This design comes from an exercise in tuning for small area, a short achievable clock period and few clock cycles on the open sky130 flow, not from production work.
The RTL was checked by simulation tests, not by an equivalence proof against the original design.

## dig_ctx
module dig_ctx (
  input             clk,
  input             rst,           
  input             open_valid,    
  input      [2:0]  open_alg,      
  input             rel,           
  input             exp_we,        
  input      [2:0]  exp_idx,
  input      [31:0] exp_data,
  input             in_valid,      
  input      [31:0] in_data,
  input             in_last,
  input      [2:0]  in_nbytes,     
  output            in_ready,
  output reg [1:0]  open_resp,     
  output            ctx_busy,
  output            ctx_finished,
  output reg        equal,
  output reg        no_expected,
  output reg [15:0] not_equal_cnt
);
Size: ~100 I/O pins, roughly 0.069 mm² of cells after synthesis.
==> flow/config.mk <==
export PLATFORM = sky130hd
export DESIGN_NAME = dig_ctx
export DESIGN_NICKNAME = dig_ctx
export VERILOG_FILES = /design/flow/design.v
export SDC_FILE = /design/flow/constraint.sdc
export NUM_CORES = 4
export LEC_CHECK = 0
export CAP_MARGIN = 20
export CORE_MARGIN = 2
export CORE_UTILIZATION = 40
export PLACE_DENSITY = 0.6
export SETUP_SLACK_MARGIN = 5
export SLEW_MARGIN = 20
==> flow/constraint.sdc <==
create_clock -name core_clock -period 10.0 [get_ports {clk}]
set_input_delay 2.0000 -clock core_clock [delete_from_list [all_inputs] [get_ports {clk}]]
set_output_delay 2.0000 -clock core_clock [all_outputs]
set_load 0.01 [all_outputs]
run.sh (not shown) runs the stock make flow with config.mk's settings and CLKGATE_MAP_FILE= SYNTH_SCRIPT=/design/flow/synth_recipe.tcl, a recipe that flattens the netlist after the stock synthesis.
Testbench counts at the start, summed over its fixed seeds: cycles 91,116.
Rerun with:
==> flow/flow/run.sh (new file) <==
#!/bin/bash
# Own flow: the standard layout (standard.sh) with one change in synthesis:
# the ABC mapping runs yosys's fast delay-driven script with a 3 ns target
# (abc -fast -D 3000) instead of ORFS's abc_speed script. Everything else,
# including the registers Yosys infers, is the standard flow.
# Logs: flow.log (make and OpenROAD output) and ORFS's own logs under orfs/logs.
set -euo pipefail
here=$(pwd)

# ORFS's synth.tcl with only its abc call changed
sed 's|log_cmd abc {\*}\$abc_args|log_cmd abc {*}[lrange $abc_args 2 end] -fast -D 3000|' \
  "$FLOW_HOME/scripts/synth.tcl" > "$here/synth_fast.tcl"
grep -q 'lrange $abc_args 2 end\] -fast -D 3000' "$here/synth_fast.tcl"

# The standard flow's synthesis script, sourcing that copy
sed "s|source \$::env(SCRIPTS_DIR)/synth.tcl|source $here/synth_fast.tcl|" \
  "$here/synth_recipe.tcl" > "$here/synth_own.tcl"
grep -q "source $here/synth_fast.tcl" "$here/synth_own.tcl"

# The standard flow's layout command, with that synthesis script
sed "s|SYNTH_SCRIPT=[^ ]*synth_recipe.tcl|SYNTH_SCRIPT=$here/synth_own.tcl|" \
  "$here/standard.sh" > "$here/standard_own.sh"
grep -q "SYNTH_SCRIPT=$here/synth_own.tcl" "$here/standard_own.sh"

bash "$here/standard_own.sh" > "$here/flow.log" 2>&1
==> flow/standard.sh (new file) <==
#!/bin/bash
# synth_recipe.tcl (not shown) runs the flow's synth.tcl, then flattens the netlist and writes it again
# the make line also repeats each setting of config.mk as NAME=value (left out here)
make -C /OpenROAD-flow-scripts/flow DESIGN_CONFIG=/design/flow/config.mk WORK_HOME=/design/flow/orfs CLKGATE_MAP_FILE= SYNTH_SCRIPT=/design/flow/synth_recipe.tcl "${@:-finish}"
removed: flow/run.sh
Effect: Worst setup slack gets better by 0.43 ns. Global-route usage grows by 3.9 points. Die area grows by a few percent.

dig_ctx, a different RTL version from the one above (not shown whole).
Size: about 7500 cells after synthesis, ~1400 flip-flops, ~100 I/O pins.
==> flow/config.mk <==
export PLATFORM = sky130hd
export DESIGN_NAME = dig_ctx
export DESIGN_NICKNAME = dig_ctx
export VERILOG_FILES = /design/flow/design.v
export SDC_FILE = /design/flow/constraint.sdc
export NUM_CORES = 4
export LEC_CHECK = 0
export CAP_MARGIN = 20
export CORE_MARGIN = 2
export CORE_UTILIZATION = 40
export PLACE_DENSITY = 0.6
export SETUP_SLACK_MARGIN = 5
export SLEW_MARGIN = 20
export TNS_END_PERCENT = 5
==> flow/constraint.sdc <==
create_clock -name core_clock -period 10.0 [get_ports {clk}]
set_input_delay 2.0000 -clock core_clock [delete_from_list [all_inputs] [get_ports {clk}]]
set_output_delay 2.0000 -clock core_clock [all_outputs]
set_load 0.01 [all_outputs]
standard.sh (not shown) runs the stock make flow with config.mk's settings and CLKGATE_MAP_FILE= SYNTH_SCRIPT=/design/flow/synth_recipe.tcl, a recipe that flattens the netlist after the stock synthesis.
==> flow/flow/run.sh <==
#!/bin/bash
# Own flow: the standard layout (standard.sh) with one change in synthesis:
# the ABC mapping runs flow/map.abc (strash; dch -f; map -D 3000; topo;
# stime) instead of ORFS's abc_speed script. Everything else, including the
# registers Yosys infers, is the standard flow.
# Logs: flow.log (make and OpenROAD output) and ORFS's own logs under orfs/logs.
set -euo pipefail
here=$(pwd)

# ORFS's synth.tcl with only its abc call changed
sed "s|log_cmd abc {\*}\$abc_args|log_cmd abc {*}[lrange \$abc_args 2 end] -script $here/flow/map.abc -D 3000|" \
  "$FLOW_HOME/scripts/synth.tcl" > "$here/synth_map.tcl"
grep -q "flow/map.abc -D 3000" "$here/synth_map.tcl"

# The standard flow's synthesis script, sourcing that copy
sed "s|source \$::env(SCRIPTS_DIR)/synth.tcl|source $here/synth_map.tcl|" \
  "$here/synth_recipe.tcl" > "$here/synth_own.tcl"
grep -q "source $here/synth_map.tcl" "$here/synth_own.tcl"

# The standard flow's layout command, with that synthesis script
sed "s|SYNTH_SCRIPT=[^ ]*synth_recipe.tcl|SYNTH_SCRIPT=$here/synth_own.tcl|" \
  "$here/standard.sh" > "$here/standard_own.sh"
grep -q "SYNTH_SCRIPT=$here/synth_own.tcl" "$here/standard_own.sh"

bash "$here/standard_own.sh" > "$here/flow.log" 2>&1
==> flow/flow/map.abc <==
strash
dch -f
map {D}
topo
stime -c
The starting point ran to the end with no violations.
Testbench counts at the start, summed over its fixed seeds: cycles 91,116.
Edit:
--- a/flow/flow/run.sh
+++ b/flow/flow/run.sh
@@ -1,6 +1,6 @@
 #!/bin/bash
 # Own flow: the standard layout (standard.sh) with one change in synthesis:
-# the ABC mapping runs flow/map.abc (strash; dch -f; map -D 3000; topo;
-# stime) instead of ORFS's abc_speed script. Everything else, including the
+# the ABC mapping runs flow/map.abc (strash; dch -f; map -D 3000; then
+# buffering and gate sizing to 3 ns) instead of ORFS's abc_speed script. Everything else, including the
 # registers Yosys infers, is the standard flow.
 # Logs: flow.log (make and OpenROAD output) and ORFS's own logs under orfs/logs.
==> flow/flow/map.abc (replaced) <==
strash
dch -f
map {D}
topo
stime -c
buffer -c
upsize {D}
dnsize {D}
- setup slack improved by 130 ps
- final area is lower slightly
- hold slack got worse by 3.2 ps
- synthesized area is higher by a few percent

[afterwards: timing with drivers on the ports]
The flow's constraints put no driver on any port. The routed layouts listed below were extracted and timed again, unchanged, in two steps.
Step 1 (the two cells are an assumption about what drives the block):
set clk [get_ports {clk}]
set_driving_cell -lib_cell sky130_fd_sc_hd__clkbuf_16 $clk
set_driving_cell -lib_cell sky130_fd_sc_hd__buf_2 [delete_from_list [all_inputs] $clk]
Step 2 adds t to the input delays and takes it off the output delays; t is the mean of the earliest and latest rising clock arrival at the registers after step 1. Input paths then give back, and output paths get back, about the clock's delay inside the block.
a / b / c = ideal / step 1 / step 2; a / b = the first two.
run | t, ns | slack for setup (ns) | latest minus earliest clock arrival (ns) | worst register clock-pin slew, ns | pins driven straight from the clock port
the first run of note 1 | 0.906 | 4.661 / 4.661 / 4.162 | 0.070 / 0.070 | 0.07 / 0.07 | 1
the second run of note 1 | 0.889 | 5.087 / 5.040 / 4.283 | 0.036 / 0.035 | 0.07 / 0.07 | 1
the first run of note 2 | 0.899 | 4.923 / 4.911 / 4.291 | 0.042 / 0.043 | 0.08 / 0.08 | 1
the second run of note 2 | 0.907 | 5.053 / 4.960 / 4.265 | 0.070 / 0.069 | 0.07 / 0.07 | 1
After both steps setup and hold are still met in every run listed. The setup slack of the second run of note 1, which loses most, moves by -0.047 ns with the drivers and by -0.804 ns with both steps.
